What follows belongs to an exercise in optimizing a design on an open flow for small area, a short achievable clock period and few clock cycles per item; a production flow would make more cautious choices. No functional check of the RTL was part of any run shown here.

`flow/flow/run.sh`:
```
#!/bin/bash
# Own layout flow: the standard flow (ORFS synthesis through the standard flow's synthesis
# script, floorplan, power grid, placement, CTS, routing) with three changes:
#  - synthesis skips Yosys's quick generic ABC pass before adder extraction
#    (SYNTH_ARGS=-noabc); the final ABC mapping still runs;
#  - port buffers are the smallest buffer instead of a delay cell;
#  - timing repair aims for a setup margin of 5.3 ns.
# The clock period and constraints are the design's.
set -euo pipefail
bash standard.sh "SYNTH_ARGS=-noabc" "SETUP_SLACK_MARGIN=5.3" \
  "BUFFER_PORTS_ARGS=-inputs -outputs -buffer_cell sky130_fd_sc_hd__buf_1" \
  finish > standard_make.log 2>&1
```
`flow/standard.sh`:
```
#!/bin/bash
# synth_recipe.tcl (not shown) runs the flow's synth.tcl, then flattens the netlist and writes it again
# the make line also repeats each setting of config.mk as NAME=value (left out here)
make -C /OpenROAD-flow-scripts/flow DESIGN_CONFIG=/design/flow/config.mk WORK_HOME=/design/flow/orfs CLKGATE_MAP_FILE= SYNTH_SCRIPT=/design/flow/synth_recipe.tcl "${@:-finish}"
```
`flow/config.mk`:
```
export PLATFORM = sky130hd
export DESIGN_NAME = fx_sha256
export DESIGN_NICKNAME = fx_sha256
export VERILOG_FILES = /design/flow/design.v
export SDC_FILE = /design/flow/constraint.sdc
export NUM_CORES = 4
export LEC_CHECK = 0
export CAP_MARGIN = 20
export CORE_MARGIN = 2
export CORE_UTILIZATION = 40
export SLEW_MARGIN = 20
```
`flow/constraint.sdc`:
```
create_clock -name core_clock -period 10.0 [get_ports {clk}]
set_input_delay 2.0000 -clock core_clock [delete_from_list [all_inputs] [get_ports {clk}]]
set_output_delay 2.0000 -clock core_clock [all_outputs]
set_load 0.01 [all_outputs]
```
`flow/design.v`:
```
module fx_sha256 (
    input  wire         clk,
    input  wire         rst,      
    input  wire         start,    
    input  wire         init,     
    input  wire [511:0] block,    
    output wire         ready,    
    output reg          done,     
    output wire [255:0] digest    
);
  localparam [255:0] IV = {32'h6a09e667, 32'hbb67ae85, 32'h3c6ef372, 32'ha54ff53a,
                           32'h510e527f, 32'h9b05688c, 32'h1f83d9ab, 32'h5be0cd19};
  reg         busy;      
  reg         fin;       
  reg         initf;     
  reg  [5:0]  round;
  reg  [2:0]  ph;        
  reg  [31:0] q [0:4];   
  reg  [31:0] p [0:4];   
  reg  [31:0] w [0:15];  
  reg  [31:0] a, b, c, d, e, f, g, h;
  reg [31:0] k_t;
  always @(*) begin
    case (round)
      6'd0:  k_t = 32'h428a2f98; 6'd1:  k_t = 32'h71374491;
      6'd2:  k_t = 32'hb5c0fbcf; 6'd3:  k_t = 32'he9b5dba5;
      6'd4:  k_t = 32'h3956c25b; 6'd5:  k_t = 32'h59f111f1;
      6'd6:  k_t = 32'h923f82a4; 6'd7:  k_t = 32'hab1c5ed5;
      6'd8:  k_t = 32'hd807aa98; 6'd9:  k_t = 32'h12835b01;
      6'd10: k_t = 32'h243185be; 6'd11: k_t = 32'h550c7dc3;
      6'd12: k_t = 32'h72be5d74; 6'd13: k_t = 32'h80deb1fe;
      6'd14: k_t = 32'h9bdc06a7; 6'd15: k_t = 32'hc19bf174;
      6'd16: k_t = 32'he49b69c1; 6'd17: k_t = 32'hefbe4786;
      6'd18: k_t = 32'h0fc19dc6; 6'd19: k_t = 32'h240ca1cc;
      6'd20: k_t = 32'h2de92c6f; 6'd21: k_t = 32'h4a7484aa;
      6'd22: k_t = 32'h5cb0a9dc; 6'd23: k_t = 32'h76f988da;
      6'd24: k_t = 32'h983e5152; 6'd25: k_t = 32'ha831c66d;
      6'd26: k_t = 32'hb00327c8; 6'd27: k_t = 32'hbf597fc7;
      6'd28: k_t = 32'hc6e00bf3; 6'd29: k_t = 32'hd5a79147;
      6'd30: k_t = 32'h06ca6351; 6'd31: k_t = 32'h14292967;
      6'd32: k_t = 32'h27b70a85; 6'd33: k_t = 32'h2e1b2138;
      6'd34: k_t = 32'h4d2c6dfc; 6'd35: k_t = 32'h53380d13;
      6'd36: k_t = 32'h650a7354; 6'd37: k_t = 32'h766a0abb;
      6'd38: k_t = 32'h81c2c92e; 6'd39: k_t = 32'h92722c85;
      6'd40: k_t = 32'ha2bfe8a1; 6'd41: k_t = 32'ha81a664b;
      6'd42: k_t = 32'hc24b8b70; 6'd43: k_t = 32'hc76c51a3;
      6'd44: k_t = 32'hd192e819; 6'd45: k_t = 32'hd6990624;
      6'd46: k_t = 32'hf40e3585; 6'd47: k_t = 32'h106aa070;
      6'd48: k_t = 32'h19a4c116; 6'd49: k_t = 32'h1e376c08;
      6'd50: k_t = 32'h2748774c; 6'd51: k_t = 32'h34b0bcb5;
      6'd52: k_t = 32'h391c0cb3; 6'd53: k_t = 32'h4ed8aa4a;
      6'd54: k_t = 32'h5b9cca4f; 6'd55: k_t = 32'h682e6ff3;
      6'd56: k_t = 32'h748f82ee; 6'd57: k_t = 32'h78a5636f;
      6'd58: k_t = 32'h84c87814; 6'd59: k_t = 32'h8cc70208;
      6'd60: k_t = 32'h90befffa; 6'd61: k_t = 32'ha4506ceb;
      6'd62: k_t = 32'hbef9a3f7; default: k_t = 32'hc67178f2;
    endcase
  end
  wire [31:0] s1  = {e[5:0], e[31:6]} ^ {e[10:0], e[31:11]} ^ {e[24:0], e[31:25]};
  wire [31:0] ch  = g ^ (e & (f ^ g));
  wire [31:0] s0  = {a[1:0], a[31:2]} ^ {a[12:0], a[31:13]} ^ {a[21:0], a[31:22]};
  wire [31:0] maj = (a & b) | (c & (a | b));
  function [63:0] csa(input [31:0] x, input [31:0] y, input [31:0] z);
    csa = {x ^ y ^ z, ((x & y) | (z & (x | y))) << 1};
  endfunction
  wire [63:0] e1 = csa(d, h, w[0]);
  wire [63:0] e2 = csa(e1[63:32], e1[31:0], k_t);
  wire [63:0] e3 = csa(s1, ch, e2[63:32]);
  wire [63:0] e4 = csa(e3[63:32], e3[31:0], e2[31:0]);
  wire [31:0] e_n = e4[63:32] + e4[31:0];
  wire [63:0] a1 = csa(h, w[0], k_t);
  wire [63:0] a2 = csa(s1, ch, s0);
  wire [63:0] a3 = csa(maj, a1[63:32], a1[31:0]);
  wire [63:0] a4 = csa(a2[63:32], a2[31:0], a3[63:32]);
  wire [63:0] a5 = csa(a4[63:32], a4[31:0], a3[31:0]);
  wire [31:0] a_n = a5[63:32] + a5[31:0];
  wire [31:0] ss0   = {w[1][6:0], w[1][31:7]} ^ {w[1][17:0], w[1][31:18]} ^ (w[1] >> 3);
  wire [31:0] ss1   = {w[14][16:0], w[14][31:17]} ^ {w[14][18:0], w[14][31:19]} ^ (w[14] >> 10);
  wire [31:0] w_new = ss1 + w[9] + ss0 + w[0];
  wire        addst = fin | (busy & (round >= 6'd61));
  reg  [31:0] iv_a, iv_e;
  always @(*) begin
    case (ph)
      3'd1: begin iv_a = IV[159:128]; iv_e = IV[31:0];   end
      3'd2: begin iv_a = IV[191:160]; iv_e = IV[63:32];  end
      3'd3: begin iv_a = IV[223:192]; iv_e = IV[95:64];  end
      default: begin iv_a = IV[255:224]; iv_e = IV[127:96]; end
    endcase
  end
  wire [31:0] fa_a = (initf ? iv_a : q[4]) + (addst ? a : 32'd0);
  wire [31:0] fa_e = (initf ? iv_e : p[4]) + (addst ? e : 32'd0);
  wire accept = start & ~busy & (ph == 3'd4);
  assign ready  = ~busy & (ph == 3'd4);
  assign digest = {q[0], q[1], q[2], q[3], p[0], p[1], p[2], p[3]};
  integer i;
  always @(posedge clk) begin
    for (i = 0; i < 15; i = i + 1)
      w[i] <= accept ? block[511 - 32*i -: 32] : w[i + 1];
    w[15] <= accept ? block[31:0] : w_new;
    if (busy)
      {a, b, c, d, e, f, g, h} <= {a_n, a, b, c, e_n, e, f, g};
    else
      {a, b, c, d, e, f, g, h} <= init ? IV : {fa_a, q[0], q[1], q[2], fa_e, p[0], p[1], p[2]};
    q[0] <= fa_a; q[1] <= q[0]; q[2] <= q[1]; q[3] <= q[2]; q[4] <= q[3];
    p[0] <= fa_e; p[1] <= p[0]; p[2] <= p[1]; p[3] <= p[2]; p[4] <= p[3];
    if (rst) begin
      busy  <= 1'b0;
      fin   <= 1'b0;
      done  <= 1'b0;
      initf <= 1'b0;
      round <= 6'd0;
      ph    <= 3'd4;
    end else begin
      done <= fin;
      fin  <= 1'b0;
      ph <= (ph == 3'd4) ? 3'd0 : ph + 3'd1;
      if (busy) begin
        round <= round + 6'd1;
        if (round == 6'd63) begin
          busy <= 1'b0;
          fin  <= 1'b1;
        end
      end else begin
        if (fin | accept) initf <= accept & init;
        round <= 6'd0;
        if (accept) busy <= 1'b1;
      end
    end
  end
endmodule
```
==> flow_metrics.env, run 1 <==
export IMPL_period_share_pct=50.2
export IMPL_cts_tree="yes"
export IMPL_synth_edf_count=0
export IMPL_syn_area_per_cell_um2=9.43
export IMPL_nFillCells=12500
export IMPL_cts_inserted_buffers=119
export IMPL_whs_ns=0.347
export IMPL_grt_pass1_vias=44000
export IMPL_clock_sinks=1133
export IMPL_ff2ff_setup_slack_ns=4.98
export IMPL_required_ns=10.68
export IMPL_ant_nets=0
export IMPL_routed_wl_um=212000
export IMPL_portBuffers=773
export IMPL_die_area_um2=134000
export IMPL_drive_above_1_share_pct=9.87
export IMPL_final_common_cell="nand2_1"
export IMPL_die_width_um=366
export IMPL_cap_violations=0
export IMPL_final_cell_mix="nand2_1, dfxtp_1, buf_1, fa_1, xnor2_1"
export IMPL_drc=0
export IMPL_final_hold_viol_count=0
export IMPL_dr_total_vias=42900
export IMPL_dp_cells=7804
export IMPL_yosysWarnings=4
export IMPL_synth_nets=6574
export IMPL_grt_pass1_wl_um=303000
export IMPL_coreArea_um2=130000
export IMPL_run_status="timing/DRC/antenna clean"
export IMPL_crit_fanout=6
export IMPL_synth_area_um2=52400
export IMPL_rsz0062_at_grt="true"
export IMPL_drt_first_iter_violations=3491
export IMPL_tightest_slew_ns=1.09
export IMPL_fin_cells=8084
export IMPL_hold_path_class="flip-flop to flip-flop"
export IMPL_syn2layout_area_growth_pct=19.8
export IMPL_cts_root_buf="clkbuf_16"
export IMPL_placementRows=132
export IMPL_ys_async_sr_fraction_pct=0
export IMPL_worst_setup_path_start_kind="flip-flop"
export IMPL_fin_crit_ns=5.02
export IMPL_clkLatencyLatePin_ns=0.79
export IMPL_grt_overflow=0
export IMPL_yosysUniqueCellTypes=93
export IMPL_clock_path_buffers=3
export IMPL_fin_util_pct=48.3
export IMPL_relSlewSlack_pct=27.6
export IMPL_final_nets=7251
export IMPL_critPathKind="flip-flop to flip-flop"
export IMPL_finClkSkew_ns=0.0603
export IMPL_globalplace_congestion=0.972
export IMPL_firstDrtPassIters=6
export IMPL_vias_per_cell=5.31
export IMPL_grt_max_degree=215
export IMPL_finalSetupTns_ns=0
export IMPL_finalSetupViolations=0
export IMPL_critPathArrivalTime_ns=5.70
export IMPL_dp_hpwl_um=167000
export IMPL_antenna_found_initial=19
export IMPL_clkSlewWorstSetupHoldPaths_ns=0.06
export IMPL_grt_usage_pct=31.0
export IMPL_htreeDepth=3
export IMPL_synthCells=5555
export IMPL_synthFlopType="dfxtp_1"
export IMPL_avgRoutedWirePerCell_um=26.3
export IMPL_synth_seq_cells=1133
export IMPL_io_pins=774
export IMPL_final_max_slew_violation_count=0
export IMPL_fmax_mhz=199
export IMPL_ctsHoldBuffers=0
export IMPL_endpoint_kind="flip-flop"
export IMPL_yosysSeqAreaShare_pct=43.3
export IMPL_start_util_pct=40.4
export IMPL_die_y_um=366
==> final timing paths <==
| kind | start | to | depth (start not counted) |
|---|---|---|---|
| hold reg to reg | q[3][10] | q[4][10] | 0 |
| setup / recovery | a[3] | a[28] | 16 |
| hold / removal | q[3][10] | q[4][10] | 0 |
| setup reg to reg | a[3] | a[28] | 16 |
==> flip-flops by register name, summed over array words and instances (netlist names), 3 cells and up <==
signal	cells
h	32
b	32
g	32
k_t	32
c	32
p	160
w	512
round	6
q	160
a	32
e	32
f	32
ph	3
d	32
==> layer usage <==
layer | global-route usage (%) | wire length (µm) | up-vias
li1 | - | - | 19800
met1 | 33.9 | 76300 | 20900
met2 | 54.6 | 105000 | 1734
met3 | 6.99 | 15100 | 485
met4 | 18.6 | 15600 | 10
met5 | 0 | 72 | -
==> stage by stage <==
| stage | worst slack (ns) | area, µm² |
|---|---|---|
| after floorplan | 5.19 | 52600 |
| after global placement | 4.43 | 57000 |
| after detailed placement | 4.41 | 57000 |
| after CTS | 5.01 | 62300 |
| after global routing | 4.83 | 62700 |
| final | 4.98 | 62800 |
==> cell usage after synthesis, types with 6 or more instances <==
library cell	n	area share [%]
a2111oi_0	9	0.15
a211oi_1	33	0.47
a21o_1	70	1.0
a21oi_1	214	2.0
a221oi_1	6	0.10
a22o_1	102	1.7
a22oi_1	7	0.10
a311oi_1	8	0.13
a31oi_1	29	0.35
and2_1	10	0.12
and3_1	15	0.18
buf_1	21	0.15
clkbuf_1	284	2.0
dfxtp_1	1133	43
fa_1	340	13
ha_1	163	3.9
inv_1	95	0.68
maj3_1	32	0.61
mux2_2	33	0.71
mux2i_1	7	0.13
nand2_1	1603	11
nand2b_1	21	0.25
nand3_1	34	0.32
nand4_1	13	0.16
nor2_1	188	1.3
nor2b_1	77	0.92
nor3_1	37	0.35
nor4_1	7	0.084
o211ai_1	12	0.17
o21a_1	20	0.29
o21ai_0	180	1.7
o21ai_1	51	0.49
o21bai_1	17	0.24
o221ai_1	8	0.13
o22a_1	113	1.9
o22ai_1	25	0.30
o31ai_1	13	0.19
or2_2	12	0.14
or3_1	11	0.13
xnor2_1	328	5.5
xor2_1	67	1.1
==> final cells by class <==
class | instances | area (µm²) | area share [%]
clock inverters | 59 | 880 | 1.40
diodes | 9 | 22.5 | 0.0359
flip-flops and latches | 1133 | 22900 | 36.4
repair buffers | 870 | 3720 | 5.93
clock buffers | 163 | 3320 | 5.30
multi-input cells | 4012 | 29400 | 46.8
inverters | 96 | 369 | 0.588
well taps | 1742 | 2180 | 3.47
==> critical path, cell delays in order (launching register included) <==
cell      delay, ns
dfxtp_1        0.50
xnor2_1        0.16
xnor2_2        0.25
fa_1           0.49
fa_1           0.43
fa_1           0.49
ha_2           0.22
fa_2           0.35
a21o_1         0.24
a31oi_4        0.17
o221ai_2       0.18
a211oi_2       0.30
a31oi_1        0.16
o41ai_2        0.28
nor2_1         0.11
or3_1          0.35
a32o_1         0.25
==> cells by family (layout without fill, tap and decap cells) <==
logic type,Yosys count,after routing,share of synthesized area (%)
buffers and inverters,410,1188,3.06
xor gates and xnor gates,395,395,6.60
adders and majority gates,535,535,17.5
other,0,9,0
muxes,40,40,0.843
and+or+nand+nor,2055,2055,15.9
AOI/OAI and AO/OA,987,987,12.8
DFF,1133,1133,43.3
==> what timing repair did <==
action                     in CTS  in global routing
setup endpoints to repair      91                 50
pin swaps                      54                 44
gates cloned                    0                  1
gates resized for setup       209                 67
setup buffers                  36                 12
==> run 2, diff against run 1 <==
==> flow/flow/run.sh (replaced) <==
#!/bin/bash
# Own layout flow: the standard flow (standard synthesis, floorplan, power grid,
# placement, CTS, routing) with two changes: port buffers are the smallest
# buffer instead of a delay cell, and timing repair aims for a larger setup
# margin. The clock period and constraints are the design's.
set -euo pipefail
MARGIN=${MARGIN:-5}
bash standard.sh "SETUP_SLACK_MARGIN=$MARGIN" \
  "BUFFER_PORTS_ARGS=-inputs -outputs -buffer_cell sky130_fd_sc_hd__buf_1" \
  finish > standard_make.log 2>&1
==> run 2 against run 1 <==
Via count is 5.7% higher. Sequential share of layout area is 1.3 points lower. Worst setup slack worse by 0.12 ns. Global-route usage fell by 0.77 points. Final cell count rose by 10%. Synthesized area grew 4.7%. Still clean on timing, DRC and antenna.
==> flow_metrics.env, run 2 <==
export IMPL_synth_nets=7384
export IMPL_top_regs="w: 512 flops, p: 160 flops, q: 160 flops"
export IMPL_netlist_area_leader_share_pct=41.3
export IMPL_vias_per_cell=5.10
export IMPL_fmax_mhz=195
export IMPL_coreArea_um2=136000
export IMPL_yosysWarnings=4
export IMPL_placementRows=135
export IMPL_largest_register="w"
export IMPL_syn_area_per_cell_um2=8.62
export IMPL_grt_pass1_vias=45200
export IMPL_synthFlopType="dfxtp_1"
export IMPL_yosysUniqueCellTypes=77
export IMPL_grt_usage_pct=30.2
export IMPL_final_nets=8031
export IMPL_clkSlewWorstSetupHoldPaths_ns=0.07
export IMPL_dp_cells=8628
export IMPL_synth_edf_count=0
export IMPL_synthTopCellsByCount="nand2_1, dfxtp_1, inv_1"
export IMPL_dp_hpwl_um=174000
export IMPL_clkLatencyLatePin_ns=0.78
export IMPL_final_hold_viol_count=0
export IMPL_largest_reg_flops=512
export IMPL_hold_path_class="flip-flop to flip-flop"
export IMPL_cap_violations=0
export IMPL_endpoint_kind="flip-flop"
export IMPL_yosysSeqAreaShare_pct=41.3
export IMPL_place_ws_ns=4.05
export IMPL_rsz0062_at_grt="true"
export IMPL_cts_tree="yes"
export IMPL_fin_cells=8903
export IMPL_die_width_um=374
export IMPL_required_ns=10.66
export IMPL_relSlewSlack_pct=26.3
export IMPL_die_area_um2=140000
export IMPL_drc=0
export IMPL_postLayoutSetupSlackWorst_ns=4.86
export IMPL_synthCells=6362
export IMPL_critPathKind="flip-flop to flip-flop"
export IMPL_die_y_um=374
export IMPL_avgRoutedWirePerCell_um=24.4
export IMPL_worst_setup_path_start_kind="flip-flop"
export IMPL_finClkSkew_ns=0.0707
export IMPL_htreeDepth=3
export IMPL_grt_overflow=0
export IMPL_finalSetupViolations=0
export IMPL_final_common_cell="nand2_1"
export IMPL_portBuffers=773
export IMPL_antenna_found_initial=13
export IMPL_grt_max_degree=212
export IMPL_crit_fanout=6
export IMPL_run_status="timing/DRC/antenna clean"
export IMPL_cts_inserted_buffers=121
export IMPL_globalplace_congestion=0.968
export IMPL_synth_seq_cells=1133
export IMPL_routed_wl_um=217000
export IMPL_fin_crit_ns=5.14
export IMPL_clock_path_buffers=3
export IMPL_syn2layout_area_growth_pct=18.5
export IMPL_start_util_pct=40.4
export IMPL_critPathArrivalTime_ns=5.80
export IMPL_period_share_pct=51.4
export IMPL_tightest_slew_ns=1.11
export IMPL_final_max_slew_violation_count=0
export IMPL_final_cell_mix="nand2_1, dfxtp_1, buf_1, inv_1, fa_1"
export IMPL_whs_ns=0.346
export IMPL_clock_sinks=1133
export IMPL_synth_area_leaders="dfxtp_1, nand2_1, fa_1"
export IMPL_dr_total_vias=45400
export IMPL_synth_area_um2=54900
export IMPL_ys_async_sr_fraction_pct=0
export IMPL_drt_first_iter_violations=3515
export IMPL_io_pins=774
export IMPL_drive_above_1_share_pct=7.88
export IMPL_yosysMostFrequentCell="nand2_1"
export IMPL_finalSetupTns_ns=0
export IMPL_synth_top_cell_by_area="dfxtp_1"
export IMPL_grt_pass1_wl_um=308000
export IMPL_ant_nets=0
export IMPL_cts_root_buf="clkbuf_16"
export IMPL_firstDrtPassIters=8
==> run 2: cell families (layout without fill, tap and decap cells) <==
logic type | count (synthesis) | count (layout) | synth area share, %
compound gates | 1032 | 1032 | 12.0
xor+xnor | 428 | 428 | 6.83
fa+ha+maj | 513 | 513 | 16.0
buf+inv | 929 | 1683 | 6.36
flops | 1133 | 1133 | 41.3
mux | 35 | 35 | 0.643
other cells | 0 | 6 | 0
simple gates | 2292 | 2292 | 16.8
==> run 2: layout make-up <==
cell class	count	area [µm²]
diodes	6	15.0
clock buffers	148	3270
clock inverters	82	1140
fillers	13400	70800
inverters	594	2230
multi-input cells	4300	29700
flip-flops and latches	1133	22800
well taps	1781	2230
repair buffers	859	3630
==> run 2: through the flow <==
step	instance area, µm²	util [%]
6_report	65000	47.9
5_1_grt	65000	47.9
3_5_place_dp	59200	43.6
3_3_place_gp	59200	43.6
4_1_cts	64400	47.4
2_1_floorplan	54900	-
==> run 2: path summary, 6_finish.rpt <==
check / start / end / slack (ns) / depth (start not counted)
min: q[3][9] / q[4][9] / 0.35 / 0
max reg2reg: a[15] / a[31] / 4.86 / 18
max: a[15] / a[31] / 4.86 / 18
min reg2reg: q[3][9] / q[4][9] / 0.35 / 0
==> run 2: layer usage <==
layer | share of wire, % | GRT usage [%]
met1 | 38 | 35.0
met2 | 49 | 52.7
met3 | 5.5 | 4.85
met4 | 6.5 | 17.3
met5 | 0.023 | 0
==> run 2: critical path: stages (launching register included) <==
cell and delay, ns:
dfxtp_1 0.43, a21o_1 0.20, o21ai_1 0.36, fa_1 0.56
fa_1 0.50, fa_1 0.49, inv_1 0.04, ha_1 0.38
and3_4 0.22, nand3_2 0.09, o31ai_1 0.08, a221oi_1 0.29
o31a_1 0.26, o311ai_2 0.09, a21o_1 0.22, a2111o_1 0.38
a31oi_2 0.18, xnor2_1 0.09, a22o_1 0.17
==> run 2: timing repair <==
| item | 4_1_cts | 5_1_grt |
|---|---|---|
| buffers inserted | 22 | 17 |
| gates resized for setup | 156 | 126 |
| hold buffers | 0 | 0 |
| endpoints found under the setup margin | 52 | 44 |
| pin swaps | 39 | 48 |

==> port drivers added, routing unchanged <==
The flow's constraints put no driver on any port. The routed layouts listed below were extracted and timed again, unchanged, in two steps.
Step 1 sets driving cells, clkbuf_16 on the clock port and buf_2 on the other inputs (assumed; they add their load-dependent delay and slew).
Step 2, shift: input delay + t, output delay - t, t = (earliest + latest rising clock arrival at the registers) / 2. This alone moves slack from input paths to output paths.
a / b / c = no drivers / after step 1 / after step 2; a / b = the first two.
run | shift t [ns] | slack for setup (ns) | hold WS [ns]
run 1 | 0.841 | 4.979 / 4.979 / 4.916 | 0.347 / 0.347 / 0.347
run 2 | 0.824 | 4.861 / 4.861 / 4.433 | 0.346 / 0.346 / 0.346
After both steps every run listed still meets setup and hold. The setup slack of run 2, which loses most, moves by 0.000 ns with the drivers and by -0.428 ns with both steps.
